This design comes from an exercise in tuning for small area and a short achievable clock period on the open sky130 flow, not from production work.
Only simulation tests tie the RTL to the original design; equivalence was not proved.
No activity file was given, so power comes from the tool's default toggle rates.

==> flow/design.v (excerpt) <==
module dram_addr_map (
    input  wire        clk,
    input  wire        rst,             
    input  wire [1:0]  cfg_bays,        
    input  wire [1:0]  cfg_first_quad,  
    input  wire [15:0] cfg_chan_mask,   
    input  wire [9:0]  cfg_cap_gib,     
    input  wire [2:0]  cfg_log2_nr,     
    input  wire        in_valid,
    input  wire [42:0] in_pa,
    output reg         out_valid,
    output reg  [3:0]  out_bay,
    output reg  [15:0] out_set,
    output reg  [20:0] out_tag,
    output reg         out_edge,
    output reg  [1:0]  out_slot,
    output reg  [3:0]  out_chan,
    output reg  [32:0] out_line,
    output reg         out_sub,
    output reg  [10:0] out_col,
    output reg  [2:0]  out_bg,
    output reg  [1:0]  out_bank,
    output reg  [3:0]  out_rank,
    output reg  [19:0] out_row
);
Size in the first run: about 2200 cells after synthesis, ~260 flip-flops, roughly 200 I/O pins, roughly 16000 um2 of cells after synthesis.
clock: 22.0 ns
lec_check: 0
abc_area: 1
cap_margin: 10
core_margin: 2
core_utilization: 40
cts_cluster_diameter: 100
cts_cluster_size: 27
slew_margin: 10
standard.sh (not shown) runs the stock make flow with config.mk's settings and CLKGATE_MAP_FILE= SYNTH_SCRIPT=/design/flow/synth_recipe.tcl, a recipe that flattens the netlist after the stock synthesis.
==> flow/flow/run.sh <==
#!/bin/bash
# Standard layout (the standard.sh), with two changes made through the
# environment ORFS reads:
#  - plain buf_1 cells as the port buffers (buffer_ports otherwise picks a slow
#    delay buffer); every input and output port still gets one;
#  - timing repair aimed at a 16.5 ns setup margin on the design's clock,
#    i.e. the resizer works until paths fit in 22 - 16.5 ns. The SDC, the
#    clock period and all constraints are unchanged.
# All tool output goes to standard.log here and to ORFS's own logs under orfs/.
set -euo pipefail
export BUFFER_PORTS_ARGS="-buffer_cell sky130_fd_sc_hd__buf_1"
export SETUP_SLACK_MARGIN=16.5
bash standard.sh > standard.log 2>&1
Then changed:
==> flow/run.sh (new file) <==
#!/bin/bash
# synth_recipe.tcl (not shown) runs the flow's synth.tcl, then flattens the netlist and writes it again
# the make line also repeats each setting of config.mk as NAME=value (left out here)
make -C /OpenROAD-flow-scripts/flow DESIGN_CONFIG=/design/flow/config.mk WORK_HOME=/design/flow/orfs CLKGATE_MAP_FILE= SYNTH_SCRIPT=/design/flow/synth_recipe.tcl finish
--- a/flow/config.mk
+++ b/flow/config.mk
@@ -8,3 +8,3 @@
 export ABC_AREA = 1
-export CAP_MARGIN = 10
+export CAP_MARGIN = 20
 export CORE_MARGIN = 2
@@ -13,2 +13,2 @@
 export CTS_CLUSTER_SIZE = 27
-export SLEW_MARGIN = 10
+export SLEW_MARGIN = 20
removed: flow/flow/run.sh
removed: flow/standard.sh
Die area is unchanged. Core utilization rises by 2.9 points. Synthesized area does not change. Count of clock-buffer cells in the layout falls by 1.
Then changed:
==> flow/flow/run.sh (new file) <==
#!/bin/bash
# Standard layout, with plain buf_1 cells as the port buffers (the default
# choice is a slow delay buffer), and timing repair aimed at a 16.5 ns setup
# margin on the design's clock (the SDC is unchanged).
set -euo pipefail
export BUFFER_PORTS_ARGS="-buffer_cell sky130_fd_sc_hd__buf_1"
export SETUP_SLACK_MARGIN=16.5
bash standard.sh > standard.log 2>&1
==> flow/standard.sh (new file) <==
#!/bin/bash
# synth_recipe.tcl (not shown) runs the flow's synth.tcl, then flattens the netlist and writes it again
# the make line also repeats each setting of config.mk as NAME=value (left out here)
make -C /OpenROAD-flow-scripts/flow DESIGN_CONFIG=/design/flow/config.mk WORK_HOME=/design/flow/orfs CLKGATE_MAP_FILE= SYNTH_SCRIPT=/design/flow/synth_recipe.tcl "${@:-finish}"
removed: flow/run.sh
The changed run finished with timing, DRC and antenna clean. Global-route usage climbs by 0.32 points. First-iteration DRC count drops by a little under a tenth. Setup slack improved by 420 ps. Via count is about the same. Worst hold slack stays flat. Clock skew climbs by 15 ps. Die area stays the same. Fmax climbs by a little under a tenth. Wire length drops slightly. Final cell count is about the same.
Then changed:
==> flow/flow/run.sh (replaced) <==
#!/bin/bash
# Standard layout (the standard.sh), with two changes made through the
# environment ORFS reads:
#  - plain buf_1 cells as the port buffers (buffer_ports otherwise picks a slow
#    delay buffer); every input and output port still gets one;
#  - timing repair aimed at a 16.5 ns setup margin on the design's clock,
#    i.e. the resizer works until paths fit in 22 - 16.5 ns. The SDC, the
#    clock period and all constraints are unchanged.
# All tool output goes to standard.log here and to ORFS's own logs under orfs/.
set -euo pipefail
export BUFFER_PORTS_ARGS="-buffer_cell sky130_fd_sc_hd__buf_1"
export SETUP_SLACK_MARGIN=16.5
bash standard.sh > standard.log 2>&1
Outcome: The new run finished with timing, DRC and antenna clean; sequential cell count stays the same; clock-buffer cell count stays the same; synthesized cell count is unchanged; clock power barely changes.

========
Setup of run A:
dram_addr_map, a different RTL version from the one above (not shown whole).
For scale: ~270 flip-flops, about 200 I/O pins, ~17000 um^2 of cells after synthesis.
## dram_addr_map
module dram_addr_map (
    input  wire        clk,
    input  wire        rst,             
    input  wire [1:0]  cfg_bays,        
    input  wire [1:0]  cfg_first_quad,  
    input  wire [15:0] cfg_chan_mask,   
    input  wire [9:0]  cfg_cap_gib,     
    input  wire [2:0]  cfg_log2_nr,     
    input  wire        in_valid,
    input  wire [42:0] in_pa,
    output reg         out_valid,
    output reg  [3:0]  out_bay,
    output reg  [15:0] out_set,
    output reg  [20:0] out_tag,
    output reg         out_edge,
    output reg  [1:0]  out_slot,
    output reg  [3:0]  out_chan,
    output reg  [32:0] out_line,
    output reg         out_sub,
    output reg  [10:0] out_col,
    output reg  [2:0]  out_bg,
    output reg  [1:0]  out_bank,
    output reg  [3:0]  out_rank,
    output reg  [19:0] out_row
);
    function [2:0] add3(input [2:0] a, input [2:0] b);
        begin
            add3[0] = (a[0] & b[0]) | (a[1] & b[2]) | (a[2] & b[1]);
            add3[1] = (a[0] & b[1]) | (a[1] & b[0]) | (a[2] & b[2]);
            add3[2] = (a[0] & b[2]) | (a[1] & b[1]) | (a[2] & b[0]);
        end
    endfunction
    function [2:0] cmp13(input [12:0] a, input [12:0] b);
        reg [15:0] g, e;
        reg [12:0] ones;
        reg        eqm;
        integer i, l;
        begin
            for (i = 0; i < 16; i = i + 1) begin
                g[i] = (i < 13) ? (a[i] & ~b[i]) : 1'b0;
                e[i] = (i < 13) ? ~(a[i] ^ b[i]) : 1'b1;
            end
            for (l = 1; l < 16; l = l * 2)
                for (i = 0; i < 16; i = i + 2 * l) begin
                    g[i] = g[i + l] | (e[i + l] & g[i]);
                    e[i] = e[i + l] & e[i];
                end
            ones = a ^ b;
            eqm = ones[0];
            for (i = 0; i < 13; i = i + 1)
                eqm = eqm & (i == 12 ? ~ones[i] | ~a[i]
  ...
export LEC_CHECK = 0
export ABC_AREA = 1
export CAP_MARGIN = 20
export CORE_MARGIN = 2
export CORE_UTILIZATION = 40
export CTS_CLUSTER_DIAMETER = 80
export CTS_CLUSTER_SIZE = 24
export SLEW_MARGIN = 20
create_clock -name core_clock -period 22.0 [get_ports {clk}]
==> flow/flow/run.sh <==
#!/bin/bash
# Standard layout, with plain buf_2 cells as the port buffers (the default
# choice is a slow delay buffer).
set -euo pipefail
export BUFFER_PORTS_ARGS="-buffer_cell sky130_fd_sc_hd__buf_2"
bash standard.sh > standard.log 2>&1
[inputs] run B vs run A
- CTS_CLUSTER_DIAMETER removed (was 80)
- CTS_CLUSTER_SIZE removed (was 24)
--- a/flow/flow/run.sh
+++ b/flow/flow/run.sh
@@ -3 +3,2 @@
-# choice is a slow delay buffer).
+# choice is a slow delay buffer), and timing repair aimed at a 16.0 ns setup
+# margin on the design's clock (the SDC is unchanged).
@@ -5,0 +7 @@
+export SETUP_SLACK_MARGIN=16.0
--- outcome ---
The wire length of the first global-routing pass on run B is in line with that on run A.
Run A has higher insertion delay to the later sink of the worst-skew pair than run B.
Design area (lower): run A
Compared to run A, the router laid down more metal wire for run B.
Number of primary I/O pins came out exactly the same in run A and run B.
The following lists how run C was set up differently from run B:
--- a/flow/flow/run.sh
+++ b/flow/flow/run.sh
@@ -3,2 +3 @@
-# choice is a slow delay buffer), and timing repair aimed at a 16.0 ns setup
-# margin on the design's clock (the SDC is unchanged).
+# choice is a slow delay buffer).
@@ -7 +5,0 @@
-export SETUP_SLACK_MARGIN=16.0
==> run notes <==
- Run C and run B ended up with roughly the same hold slack.
- Maximum frequency from static timing analysis: run C worse than run B
- From run C to run B, number of failing hold endpoints at the final stage did not move at all.
- Area added between synthesis and finish on run C is down relative to run B.
- In run C the worst setup margin turned out 0.17 ns lower than in run B.
- Looking at library cell contributing the largest single delay on the critical path, the sky130_fd_sc_hd__inv_1 result is from run B; the sky130_fd_sc_hd__fa_1 one comes from run C.
- On stage delay of the slowest cell on the critical path, run B and run C are basically level.
Here is what was changed in the inputs of run D compared with run C.
--- a/flow/flow/run.sh
+++ b/flow/flow/run.sh
@@ -3 +3,2 @@
-# choice is a slow delay buffer).
+# choice is a slow delay buffer), and timing repair aimed at a 16.6 ns setup
+# margin on the design's clock (the SDC is unchanged).
@@ -5,0 +7 @@
+export SETUP_SLACK_MARGIN=16.6
Notes after the runs:
Per the comparison of run D with run C, growth of design area from synthesis to finish rose 2.8 points, largest incremental delay on the critical path fell 0.24 ns, final clock skew about even, via count of the first global-routing pass about even.
Final antenna diode count sits lower in run D than in run C.
Run D against run C: switching share of power dropped 1.2 points, detailed route wirelength on metal3 dropped about 3.6%.
A worst setup path startpoint of out_tag[6]$_DFF_P_ is what run D shows, while pp0[21]$_DFF_P_ belongs to run C.
[run D vs run C] clock power: higher in run D
The lower global-route usage of run D and run C is in run C.
Run D: data arrival time of the critical path 5.31 ns below run C
Run D finished all stages; the layout is clean.

========
dram_addr_map, a different RTL version from the one above (not shown whole).
Size: roughly 2200 cells after synthesis, about 260 flip-flops, roughly 200 I/O pins, about 0.016 mm2 of cells after synthesis.
Settings: LEC_CHECK=0, ABC_AREA=1, CAP_MARGIN=20, CORE_MARGIN=2, CORE_UTILIZATION=40, SLEW_MARGIN=20; clock period 22.0 ns.
==> flow/flow/run.sh <==
#!/bin/bash
# Standard layout, with plain buf_2 cells as the port buffers (the default
# choice is a slow delay buffer), and timing repair aimed at a 17.0 ns setup
# margin on the design's clock (the SDC is unchanged).
set -euo pipefail
export BUFFER_PORTS_ARGS="-buffer_cell sky130_fd_sc_hd__buf_2"
export SETUP_SLACK_MARGIN=17.0
bash standard.sh > standard.log 2>&1
The first run completed without violations.
==> next run, changes <==
==> flow/flow/run.sh (replaced) <==
#!/bin/bash
# Standard layout, with plain buf_2 cells as the port buffers (the default
# choice is a slow delay buffer), and timing repair aimed at a 16.6 ns setup
# margin on the design's clock (the SDC is unchanged).
set -euo pipefail
export BUFFER_PORTS_ARGS="-buffer_cell sky130_fd_sc_hd__buf_2"
export SETUP_SLACK_MARGIN=16.6
bash standard.sh > standard.log 2>&1
Power shrinks by 3.1%; register-to-register slack improved by 50 ps; via count is lower by 0.43%; final area shrinks by 1.3%; sequential share of layout area grows by 0.43 points; combinational power goes down by about 1%; cell count shrinks by 0.47%; worst hold slack improved by 3.2 ps; wire length goes down by 1.3%; global-route usage came out lower by 0.39 points; maximum frequency hardly moves.

========
Another version of the RTL of dram_addr_map (not shown whole).
Size in the first run: roughly 1800 cells after synthesis, roughly 260 flip-flops, roughly 200 I/O pins, ~0.016 mm² of cells after synthesis.
==> flow/config.mk <==
export PLATFORM = sky130hd
export DESIGN_NAME = dram_addr_map
export DESIGN_NICKNAME = dram_addr_map
export VERILOG_FILES = /design/flow/design.v
export SDC_FILE = /design/flow/constraint.sdc
export NUM_CORES = 4
export LEC_CHECK = 0
export ABC_AREA = 0
export CAP_MARGIN = 20
export CORE_MARGIN = 2
export CORE_UTILIZATION = 40
export CTS_CLUSTER_DIAMETER = 100
export CTS_CLUSTER_SIZE = 27
export SLEW_MARGIN = 20
==> flow/constraint.sdc <==
create_clock -name core_clock -period 22.0 [get_ports {clk}]
set_input_delay 4.4000 -clock core_clock [delete_from_list [all_inputs] [get_ports {clk}]]
set_output_delay 4.4000 -clock core_clock [all_outputs]
set_load 0.01 [all_outputs]
==> flow/flow/run.sh <==
#!/bin/bash
# Standard layout, with plain buf_1 cells as the port buffers (the default
# choice is a slow delay buffer), and timing repair aimed at a 16.5 ns setup
# margin on the design's clock (the SDC is unchanged).
set -euo pipefail
export BUFFER_PORTS_ARGS="-buffer_cell sky130_fd_sc_hd__buf_1"
export SETUP_SLACK_MARGIN=16.5
bash standard.sh > standard.log 2>&1
Edit:
--- a/flow/config.mk
+++ b/flow/config.mk
@@ -7,3 +7,3 @@
 export LEC_CHECK = 0
-export ABC_AREA = 0
+export ABC_AREA = 1
 export CAP_MARGIN = 20
After rerunning:
- power fell by 7.5%
- count of clock-buffer cells in the layout drops by 3
- setup slack got worse by 7.6 ps
- first-iteration DRC count climbs by 42%
- non-clock buffer count fell by 65
- die area came out higher by 1.2%
- final area shrinks by 4.6%
- via count went up by 10%
- sequential share of layout area rose by 1.0 points
- maximum frequency is about the same
- clock power increases by about 5%
Edit:
==> flow/flow/run.sh (replaced) <==
#!/bin/bash
# Standard layout, with plain buf_2 cells as the port buffers (the default
# choice is a slow delay buffer), and timing repair aimed at a 16.6 ns setup
# margin on the design's clock (the SDC is unchanged).
set -euo pipefail
export BUFFER_PORTS_ARGS="-buffer_cell sky130_fd_sc_hd__buf_2"
export SETUP_SLACK_MARGIN=16.6
bash standard.sh > standard.log 2>&1
Global-route usage grows by 0.32 points; sequential cell count stays the same; final area grows by a few percent; routed wire length grows by a few percent; final cell count is about the same; total power grows by a few percent; die area stays the same; worst hold slack stays flat.
Edit:
==> flow/flow/run.sh (replaced) <==
#!/bin/bash
# Standard layout, with plain buf_2 cells as the port buffers (the default
# choice is a slow delay buffer), and timing repair aimed at a 16.5 ns setup
# margin on the design's clock (the SDC is unchanged).
set -euo pipefail
export BUFFER_PORTS_ARGS="-buffer_cell sky130_fd_sc_hd__buf_2"
export SETUP_SLACK_MARGIN=16.5
bash standard.sh > standard.log 2>&1
--- a/flow/config.mk
+++ b/flow/config.mk
@@ -10,3 +10,3 @@
 export CORE_MARGIN = 2
-export CORE_UTILIZATION = 40
+export CORE_UTILIZATION = 60
 export CTS_CLUSTER_DIAMETER = 100
Result: Area after synthesis is unchanged. Routed wire length goes down by a few percent. Worst setup slack is worse by 69 ps. Final area goes down by a few percent. Count of clock-buffer cells in the layout stays the same. Global-route usage goes up by 8.5 points. Via count goes up slightly. Clock power goes up slightly. Die area goes down by a quarter to a third. Critical path depth stays the same. Non-clock buffer count goes down by 1.

========
Another version of the RTL of dram_addr_map (not shown whole).
Size: ~290 flip-flops, ~17000 um^2 of cells after synthesis.
export LEC_CHECK = 0
export ABC_AREA = 1
export CAP_MARGIN = 20
export CORE_MARGIN = 2
export CORE_UTILIZATION = 40
export CTS_CLUSTER_DIAMETER = 100
export CTS_CLUSTER_SIZE = 30
export SLEW_MARGIN = 20
create_clock -name core_clock -period 22.0 [get_ports {clk}]
==> flow/flow/run.sh <==
#!/bin/bash
# Standard layout, with plain buf_2 cells as the port buffers (the default
# choice is a slow delay buffer).
set -euo pipefail
export BUFFER_PORTS_ARGS="-buffer_cell sky130_fd_sc_hd__buf_2"
bash standard.sh > standard.log 2>&1
The first run produced a clean layout.
Rerun with:
==> flow/run.sh (new file) <==
#!/bin/bash
# synth_recipe.tcl (not shown) runs the flow's synth.tcl, then flattens the netlist and writes it again
# the make line also repeats each setting of config.mk as NAME=value (left out here)
make -C /OpenROAD-flow-scripts/flow DESIGN_CONFIG=/design/flow/config.mk WORK_HOME=/design/flow/orfs CLKGATE_MAP_FILE= SYNTH_SCRIPT=/design/flow/synth_recipe.tcl finish
- CTS_CLUSTER_DIAMETER: 100 -> not set
- CTS_CLUSTER_SIZE: 30 -> not set
removed: flow/flow/run.sh
removed: flow/standard.sh
Combinational power increases by roughly a tenth.
Maximum frequency grows slightly.
Cell area climbs by a little under a tenth.
Via count rose slightly.
Global-route usage rose by 0.19 points.
Wire length climbs slightly.
Sequential power barely changes.
Flip-flop and latch count does not change.
Worst setup slack improved by 76 ps.
Clock power climbs by well over a third.
Register-to-register slack improved by 110 ps.

==> afterwards: timing with drivers on the ports <==
No port has a modelled driver above. Below, the same layouts with a new extraction and two added sets of constraints. Step 1 (the two cells are an assumption about what drives the block):
set clk [get_ports {clk}]
set_driving_cell -lib_cell sky130_fd_sc_hd__clkbuf_16 $clk
set_driving_cell -lib_cell sky130_fd_sc_hd__buf_2 [delete_from_list [all_inputs] $clk]
Step 2, shift: input delay + t, output delay - t, t = (earliest + latest rising clock arrival at the registers) / 2. This alone moves slack from input paths to output paths. a / b / c = ideal / step 1 / step 2; a / b = the first two.
run | t (ns) | setup WS [ns] | worst setup path after step 2 | clock arrival spread, ns
the first run of note 1 | 0.551 | 16.540 / 16.491 / 16.167 | input to register | 0.040 / 0.040
the second run of note 1 | 0.547 | 16.119 / 16.119 / 15.593 | input to register | 0.024 / 0.024
the third run of note 1 | 0.551 | 16.540 / 16.491 / 16.167 | input to register | 0.040 / 0.040
the fourth run of note 1 | 0.551 | 16.540 / 16.491 / 16.167 | input to register | 0.040 / 0.040
run A | 0.583 | 16.142 / 16.142 / 15.761 | input to register | 0.030 / 0.029
run B | 0.573 | 16.324 / 16.353 / 15.780 | input to register | 0.016 / 0.016
run C | 0.574 | 16.151 / 16.151 / 15.777 | input to register | 0.017 / 0.016
run D | 0.583 | 16.611 / 16.558 / 16.114 | input to register | 0.016 / 0.017
the first run of note 3 | 0.615 | 16.560 / 16.506 / 16.067 | input to register | 0.017 / 0.017
the second run of note 3 | 0.608 | 16.560 / 16.509 / 15.989 | input to register | 0.014 / 0.014
the first run of note 4 | 0.549 | 16.555 / 16.504 / 16.209 | input to register | 0.022 / 0.022
the second run of note 4 | 0.554 | 16.547 / 16.493 / 16.187 | input to register | 0.016 / 0.016
the third run of note 4 | 0.564 | 16.590 / 16.538 / 16.171 | input to register | 0.036 / 0.035
the fourth run of note 4 | 0.540 | 16.522 / 16.470 / 16.170 | input to register | 0.019 / 0.019
the first run of note 5 | 0.575 | 15.921 / 15.921 / 15.921 | register to register | 0.028 / 0.028
the second run of note 5 | 0.590 | 15.997 / 15.937 / 15.993 | input to register | 0.016 / 0.016
After both steps setup and hold are still met in every run listed. The setup slack of the second run of note 3, which loses most, moves by -0.051 ns with the drivers and by -0.571 ns with both steps.
